Context: an optimization exercise on an open-source flow, tuned for small area and a short achievable clock period. The choices shown serve that exercise and are no tape-out recipe.
In this exercise RTL edits were held to simulation tests only and were not proved equivalent to the original.
Power is estimated from default activity; no workload was simulated.

--- design/flow/design.v ---
module hbm_pair_enc (
  input  wire [83:0] info,
  output wire [7:0]  check
);
  function automatic [6:0] info_pos(input integer j);
    integer p, cnt;
    begin
      info_pos = 7'd0;
      cnt = 0;
      for (p = 3; p <= 91; p = p + 1) begin
        if ((p & (p - 1)) != 0) begin
          if (cnt == j) info_pos = p[6:0];
          cnt = cnt + 1;
        end
      end
    end
  endfunction
  function automatic [83:0] check_mask(input integer k);
    integer j;
    reg [6:0] p;
    begin
      check_mask = 84'd0;
      for (j = 0; j < 84; j = j + 1) begin
        p = info_pos(j);
        check_mask[j] = p[k];
      end
    end
  endfunction
  genvar k;
  generate
    for (k = 0; k < 7; k = k + 1) begin : g_chk
      localparam [83:0] MASK = check_mask(k);
      assign check[k] = ^(info & MASK);
    end
  endgenerate
  assign check[7] = ^info ^ ^check[6:0];
endmodule
module hbm_pair_dec (
  input  wire [83:0] info,        
  input  wire [7:0]  stored,      
  output reg  [73:0] corrected,   
  output reg  [1:0]  outcome      
);
  function automatic [6:0] info_pos(input integer j);
    integer p, cnt;
    begin
      info_pos = 7'd0;
      cnt = 0;
      for (p = 3; p <= 91; p = p + 1) begin
        if ((p & (p - 1)) != 0) begin
          if (cnt == j) info_pos = p[6:0];
          cnt = cnt + 1;
        end
      end
    end
  endfunction
  wire [7:0] recomputed;
  hbm_pair_enc u_enc (.info(info), .check(recomputed));
  wire [6:0] syndrome = recomputed[6:0] ^ stored[6:0];
  wire       parity   = ^info ^ ^stored;
  wire [83:0] hit;
  genvar j;
  generate
    for (j = 0; j < 84; j = j + 1) begin : g_hit
      localparam [6:0] POS = info_pos(j);
      assign hit[j] = (syndrome == POS);
    end
  endgenerate
  always @* begin
    corrected = info[73:0];
    outcome   = 2'd0;
    if (syndrome == 7'd0) begin
      if (parity) outcome = 2'd1;               
    end else if (!parity) begin
      outcome = 2'd2;                            
    end else if (syndrome > 7'd91) begin
      outcome = 2'd2;                            
    end else if (|hit[83:74]) begin
      outcome = 2'd3;                            
    end else begin
      outcome   = 2'd1;                          
      corrected = info[73:0] ^ hit[73:0];
    end
  end
endmodule
module hbm_line_codec (
  input  wire         clk,
  input  wire         rst,            
  input  wire         in_valid,
  input  wire         in_write,       
  input  wire [5:0]   in_mask,        
  input  wire [32:0]  in_addr,        
  input  wire [255:0] in_line,        
  input  wire [215:0] in_wdata,       
  output reg          out_valid,
  output reg  [1:0]   out_class,      
  output reg          out_status,     
  output reg  [5:0]   out_word_err,   
  output reg  [215:0] out_data,       
  output reg          out_wb,         
  output reg  [255:0] out_line        
);
  wire [9:0] fold   = in_addr[9:0] ^ in_addr[19:10] ^ in_addr[29:20] ^ {7'd0, in_addr[32:30]};
  wire [9:0] g      = in_line[255:246];
  wire [9:0] fdiff  = fold ^ g;
  wire [3:0] fdist  = fdiff[0] + fdiff[1] + fdiff[2] + fdiff[3] + fdiff[4]
                    + fdiff[5] + fdiff[6] + fdiff[7] + fdiff[8] + fdiff[9];
  wire [73:0] corr    [0:2];
  wire [1:0]  outcome [0:2];
  genvar p;
  generate
    for (p = 0; p < 3; p = p + 1) begin : g_dec
      hbm_pair_dec u_dec (
        .info      ({fold, in_line[216 + 10*p + 9 : 216 + 10*p + 8], in_line[72*p + 71 : 72*p]}),
        .stored    (in_line[216 + 10*p + 7 : 216 + 10*p]),
        .corrected (corr[p]),
        .outcome   (outcome[p])
      );
    end
  endgenerate
  wire any_addr   = (outcome[0] == 2'd3) || (outcome[1] == 2'd3) || (outcome[2] == 2'd3) || (fdist >= 4'd2);
  wire any_uncorr = (outcome[0] == 2'd2) || (outcome[1] == 2'd2) || (outcome[2] == 2'd2);
  wire any_corr   = (outcome[0] == 2'd1) || (outcome[1] == 2'd1) || (outcome[2] == 2'd1) || (fdist == 4'd1);
  wire full_write = in_write && (in_mask == 6'h3F);
  reg [1:0] line_class;
  always @* begin
    if (full_write)      line_class = 2'd0;    
    else if (any_addr)   line_class = 2'd3;
    else if (any_uncorr) line_class = 2'd2;
    else if (any_corr)   line_class = 2'd1;
    else                 line_class = 2'd0;
  end
  wire line_bad = line_class[1];
  wire [215:0] raw_data  = in_line[215:0];
  wire [215:0] corr_data = {corr[2][71:0], corr[1][71:0], corr[0][71:0]};
  wire [5:0]   corr_pois = {corr[2][73:72], corr[1][73:72], corr[0][73:72]};
  reg [215:0] new_data;
  reg [5:0]   new_pois;
  integer i;
  always @* begin
    for (i = 0; i < 6; i = i + 1) begin
      if (in_write && in_mask[i]) begin
        new_data[36*i +: 36] = in_wdata[36*i +: 36];
        new_pois[i]          = 1'b0;
      end else if (line_bad) begin
        new_data[36*i +: 36] = raw_data[36*i +: 36];
        new_pois[i]          = 1'b1;
      end else begin
        new_data[36*i +: 36] = corr_data[36*i +: 36];
        new_pois[i]          = corr_pois[i];
      end
    end
  end
  wire [7:0] new_check [0:2];
  generate
    for (p = 0; p < 3; p = p + 1) begin : g_enc
      hbm_pair_enc u_enc (
        .info  ({fold, new_pois[2*p + 1 : 2*p], new_data[72*p + 71 : 72*p]}),
        .check (new_check[p])
      );
    end
  endgenerate
  wire [255:0] new_line = {fold,
                           new_pois[5:4], new_check[2],
                           new_pois[3:2], new_check[1],
                           new_pois[1:0], new_check[0],
                           new_data};
  always @(posedge clk) begin
    if (rst) out_valid <= 1'b0;
    else     out_valid <= in_valid;
    out_class    <= line_class;
    out_status   <= in_write && !full_write && line_bad;
    out_word_err <= {6{line_bad}} | corr_pois;
    out_data     <= corr_data;
    out_wb       <= in_write || (line_class == 2'd1);
    out_line     <= new_line;
  end
endmodule
--- design/flow/config.mk ---
export PLATFORM = sky130hd
export DESIGN_NAME = hbm_line_codec
export DESIGN_NICKNAME = hbm_line_codec
export VERILOG_FILES = /design/flow/design.v
export SDC_FILE = /design/flow/constraint.sdc
export NUM_CORES = 4
export LEC_CHECK = 0
export CAP_MARGIN = 20
export CORE_MARGIN = 2
export CORE_UTILIZATION = 40
export SLEW_MARGIN = 20
--- design/flow/run.sh ---
#!/bin/bash
# synth_recipe.tcl (not shown) runs the flow's synth.tcl, then flattens the netlist and writes it again
# the make line also repeats each setting of config.mk as NAME=value (left out here)
make -C /OpenROAD-flow-scripts/flow DESIGN_CONFIG=/design/flow/config.mk WORK_HOME=/design/flow/orfs CLKGATE_MAP_FILE= SYNTH_SCRIPT=/design/flow/synth_recipe.tcl finish
--- design/flow/constraint.sdc ---
create_clock -name core_clock -period 10.0 [get_ports {clk}]
set_input_delay 2.0000 -clock core_clock [delete_from_list [all_inputs] [get_ports {clk}]]
set_output_delay 2.0000 -clock core_clock [all_outputs]
set_load 0.01 [all_outputs]
==> summary.txt <==
Logic synthesis
  – Synthesized net count: about 3700
  – Post-synthesis register bit count: roughly 480
  – Average cell area after synthesis: between 9 and 10 um^2
  – Summed instance area of the synthesized netlist: ~32000 um^2
  – Number of flops mapped to enable cells by yosys: 0
  – Async S/R FF share, synth: 0
  – Top flip-flop cell by instance count after synthesis: sky130_fd_sc_hd__dfxtp_1
  – YS warnings: 2
  – Area contributors post-synth: sky130_fd_sc_hd__dfxtp_1, sky130_fd_sc_hd__xnor2_1, sky130_fd_sc_hd__xnor3_1
  – Biggest area consumer among synthesized cells: sky130_fd_sc_hd__dfxtp_1
  – Synthesized instance count: ~3200
  – Post-synth cell types: 74
  – Register area share after synthesis: 0.3065
  – Post-synth top area share: 0.3065

Global routing
  – Remaining global-route overflow: 0
  – Initial antenna violation count: 28
  – Vias in the first global route: approximately 30000
  – Overall Global Routing Usage: 0.4191
  – Largest net degree at the start of global routing: around 70
  – Global-route wire length before repair: 239.1 mm

Timing
  – Hold Fails Final Rpt: 0
  – Worst slew margin relative to its limit: 0.2976
  – Unrepaired setup endpoints after global routing: no
  – Final-report max-slew violation count: 0
  – Fin Hold WS: roughly 1.9 ns
  – Tcrit/Tclk final: 0.9673
  – Worst-Margin Slew: around 1.1 ns
  – Post-layout minimum cycle time: between 9 and 10 ns
  – Final setup vio count: 0
  – Peak clock frequency supported by timing: roughly 100 MHz

Hold path
  – Hold/Removal Path Class: primary input to register
  – Start point of the worst min-delay path: rst
  – Worst hold stages: 2
  – Hold-critical path endpoint: out_valid

Finish
  – Utilization after layout: 0.6060
  – Total number of nets in the final design: 4979
  – Post-layout instance count excluding filler cells: 5558
  – Synthesis-to-finish area growth: 49.32%
  – Post-route cell area: 47100 um^2
  – Fraction of final layout cells with drive strength greater than 1: 0.1313

Clock network
  – Number of gates given a new drive strength after cts: 0
  – Number of hold-repair buffers added at the cts stage: 0
  – Clock tree from TritonCTS: done
  – Register clock-pin slew on the reported worst setup and hold paths: approximately 0.06 ns
  – Total number of clock tree sinks: around 480
  – Root Driver: sky130_fd_sc_hd__clkbuf_16
  – Depth of the CTS H-tree: 2
  – Cts bufs inserted: 57
  – Post-CTS Setup Inserts: 0
  – Worst-case clock buffer depth: 3

Job
  – Count of max-cap constraint violations: 0

Die
  – Number of placement rows: slightly above 100
  – Ports: between 900 and 1000
  – Horiz. Die Dim: ~280 um
  – Vertical extent of the die: about 280 um
  – Starting density of the core: 0.4059
  – Die Outline Area: about 81000 um^2
  – Core Box Area: just under 80000 um^2

Route
  – DRT Wirelength: between 150 and 200 mm
  – Avg WL per Cell: ~32 um
  – Number of nets with antenna violations after detailed routing: 0
  – Post-detailed-route via-to-cell ratio: roughly 5.5
  – DRC: 0
  – Violation count after the first detailed-route iteration: around 3000
  – Via count: just over 30000
  – Detailed-router iteration count before antenna repair: 6

Placement
  – Global placement routability congestion: slightly above 1
  – Port Buffer Count: between 900 and 1000
  – Placed Area: approximately 45000 um^2
  – HPWL after detailed placement: roughly 150 mm
  – Cells after DPL: around 5400

Power
  – VDD IR-drop max: between 0.4 and 0.5 mV
  – Standby leakage power: 0.01997 uW
  – Pwr dens: 387.0 nW/um^2

Setup path
  – Setup crit end kind: register
  – Worst Path Required: ~11 ns
  – Classification of the worst setup path: primary input to register
  – WP data arrival: 10.17 ns
  – Critical Path Start Type: primary input
  – Biggest fanout along the worst timing path: 70

Status
  – Run status: no timing/DRC/antenna violations
## registers in the layout, summed over array words and instances (netlist names)
signal        count
out_wb            1
out_line        256
out_status        1
out_word_err      6
out_valid         1
out_data        216
out_class         2
## report_power, final
part,leakage (uW),total [uW],internal [uW],switching [uW]
combinational,0.0149,13500,5580,7960
sequential,0.00407,2480,2340,142
clock,0.000953,2210,1280,930
total,0.0200,18200,9190,9030
## placed cells by master (no fill, tap or decap), types with 16 or more instances in the layout
cell type,Yosys,final
sky130_fd_sc_hd__clkdlybuf4s50_1,0,997
sky130_fd_sc_hd__xnor2_1,626,626
sky130_fd_sc_hd__dfxtp_1,483,483
sky130_fd_sc_hd__buf_4,3,383
sky130_fd_sc_hd__xor2_1,295,294
sky130_fd_sc_hd__nor2_1,248,248
sky130_fd_sc_hd__xnor3_1,187,187
sky130_fd_sc_hd__inv_1,171,171
sky130_fd_sc_hd__nand2_1,164,162
sky130_fd_sc_hd__o31ai_1,114,114
sky130_fd_sc_hd__or4_1,72,72
sky130_fd_sc_hd__a31oi_1,60,60
sky130_fd_sc_hd__clkbuf_16,0,57
sky130_fd_sc_hd__nand2b_1,55,55
sky130_fd_sc_hd__mux2i_1,44,44
sky130_fd_sc_hd__nor4_1,43,43
sky130_fd_sc_hd__a31o_2,40,40
sky130_fd_sc_hd__o21ai_0,40,39
sky130_fd_sc_hd__nor3_1,39,38
sky130_fd_sc_hd__nand3_1,33,33
sky130_fd_sc_hd__and3_1,29,29
sky130_fd_sc_hd__or3_1,29,29
sky130_fd_sc_hd__a21boi_0,28,28
sky130_fd_sc_hd__xor3_1,21,21
sky130_fd_sc_hd__diode_2,0,16
sky130_fd_sc_hd__and2_1,14,16
sky130_fd_sc_hd__a21oi_1,17,16
## how the worst max path moves through the flow
| stage | slack (ns) | depth (start not counted) | end | startpoint |
|---|---|---|---|---|
| 2_1_floorplan | 0.85 | 29 | out_line[233] | in_addr[19] |
| 3_3_place_gp | -0.29 | 27 | out_line[223] | in_addr[19] |
| 3_5_place_dp | -0.23 | 27 | out_line[223] | in_addr[19] |
| 4_1_cts | 0.38 | 27 | out_line[223] | in_addr[19] |
| 5_1_grt | 0.06 | 28 | out_line[233] | in_addr[19] |
| 6_report | 0.33 | 27 | out_line[223] | in_addr[19] |
## logic make-up (layout without fill, tap and decap cells)
| family | count (synthesis) | count (layout) | synth area share |
|---|---|---|---|
| compound gates | 361 | 361 | 0.08385 |
| simple gates | 789 | 789 | 0.1263 |
| buf+inv | 343 | 1665 | 0.04526 |
| fa+ha+maj | 8 | 8 | 0.004601 |
| xor+xnor | 1151 | 1151 | 0.4191 |
| flops | 483 | 483 | 0.3065 |
| mux | 45 | 45 | 0.01432 |
| other cells | 0 | 16 | 0 |
## synth_stat cells (40+ instances only)
cell                       number
sky130_fd_sc_hd__xnor2_1      626
sky130_fd_sc_hd__dfxtp_1      483
sky130_fd_sc_hd__xor2_1       295
sky130_fd_sc_hd__nor2_1       248
sky130_fd_sc_hd__xnor3_1      187
sky130_fd_sc_hd__inv_1        171
sky130_fd_sc_hd__nand2_1      164
sky130_fd_sc_hd__clkbuf_1     116
sky130_fd_sc_hd__o31ai_1      114
sky130_fd_sc_hd__or4_1         72
sky130_fd_sc_hd__a31oi_1       60
sky130_fd_sc_hd__nand2b_1      55
sky130_fd_sc_hd__mux2i_1       44
sky130_fd_sc_hd__nor4_1        43
sky130_fd_sc_hd__a31o_2        40
sky130_fd_sc_hd__o21ai_0       40
## layout make-up
cell class | instances | area (um^2)
diodes | 16 | 40.04
clock buffers | 78 | 1635
clock inverters | 27 | 314.1
fillers | 6722 | 30620
inverters | 173 | 654.4
multi-input cells | 2354 | 20490
flip-flops and latches | 483 | 9669
well taps | 1040 | 1301
repair buffers | 1387 | 13000
## routing by layer
layer,GRT usage,routed length (um)
met1,0.5056,66700
met5,0,125
met3,0.08432,15670
met4,0.2217,10540
met2,0.7043,83890
## through the flow
stage	worst slack (ns)	power, uW	setup TNS (ns)
after floorplan	0.8479	10290	0
after global placement	-0.2927	15650	-0.5742
after detailed placement	-0.2331	15660	-0.6645
after CTS	0.3839	17920	0
after global routing	0.05818	18780	0
final	0.3271	18230	0
## critical path: stages
cell                              delay [ns]
sky130_fd_sc_hd__clkdlybuf4s50_1        0.55
sky130_fd_sc_hd__xnor3_1                0.47
sky130_fd_sc_hd__xnor2_1                0.17
sky130_fd_sc_hd__fa_1                   0.55
sky130_fd_sc_hd__inv_1                  0.06
sky130_fd_sc_hd__fa_1                   0.54
sky130_fd_sc_hd__inv_1                  0.05
sky130_fd_sc_hd__fa_1                   0.49
sky130_fd_sc_hd__ha_1                   0.18
sky130_fd_sc_hd__inv_1                  0.07
sky130_fd_sc_hd__fa_1                   0.42
sky130_fd_sc_hd__a2111oi_0              0.38
sky130_fd_sc_hd__a21o_1                 0.21
sky130_fd_sc_hd__nand2_1                0.08
sky130_fd_sc_hd__a41oi_1                0.27
sky130_fd_sc_hd__o211ai_4               0.17
sky130_fd_sc_hd__o21ai_4                0.27
sky130_fd_sc_hd__inv_6                  0.13
sky130_fd_sc_hd__buf_12                 0.22
sky130_fd_sc_hd__or4_1                  0.57
sky130_fd_sc_hd__a31oi_1                0.34
sky130_fd_sc_hd__xnor2_1                0.20
sky130_fd_sc_hd__xnor3_1                0.34
sky130_fd_sc_hd__xor2_1                 0.28
sky130_fd_sc_hd__xnor3_1                0.50
sky130_fd_sc_hd__xor3_1                 0.42
sky130_fd_sc_hd__xnor3_1                0.20

afterwards: timing with drivers on the ports:
The results above use ideal ports. As a check the final layout listed here was re-extracted and re-timed, cells and wires unchanged. Step 1 (the two cells are an assumption about what drives the block):
set clk [get_ports {clk}]
set_driving_cell -lib_cell sky130_fd_sc_hd__clkbuf_16 $clk
set_driving_cell -lib_cell sky130_fd_sc_hd__buf_2 [delete_from_list [all_inputs] $clk]
Step 2 moves the port delays by t, midway between the first and last clock arrival at a register: inputs arrive t later, outputs are due t later. That takes back most of the time a late clock gives input paths. Three values: ideal, step 1, step 2; two values: the first two.
t (ns): 0.708
slack for setup (ns): 0.327 / 0.372 / -0.336
worst slew at a driven data input, ns: 0.16
pins driven straight from the clock port: 1
With both steps, setup timing fails in this run, where it was met with ideal ports. For this run, drivers alone change the setup slack by +0.045 ns; drivers and shift together by -0.663 ns.
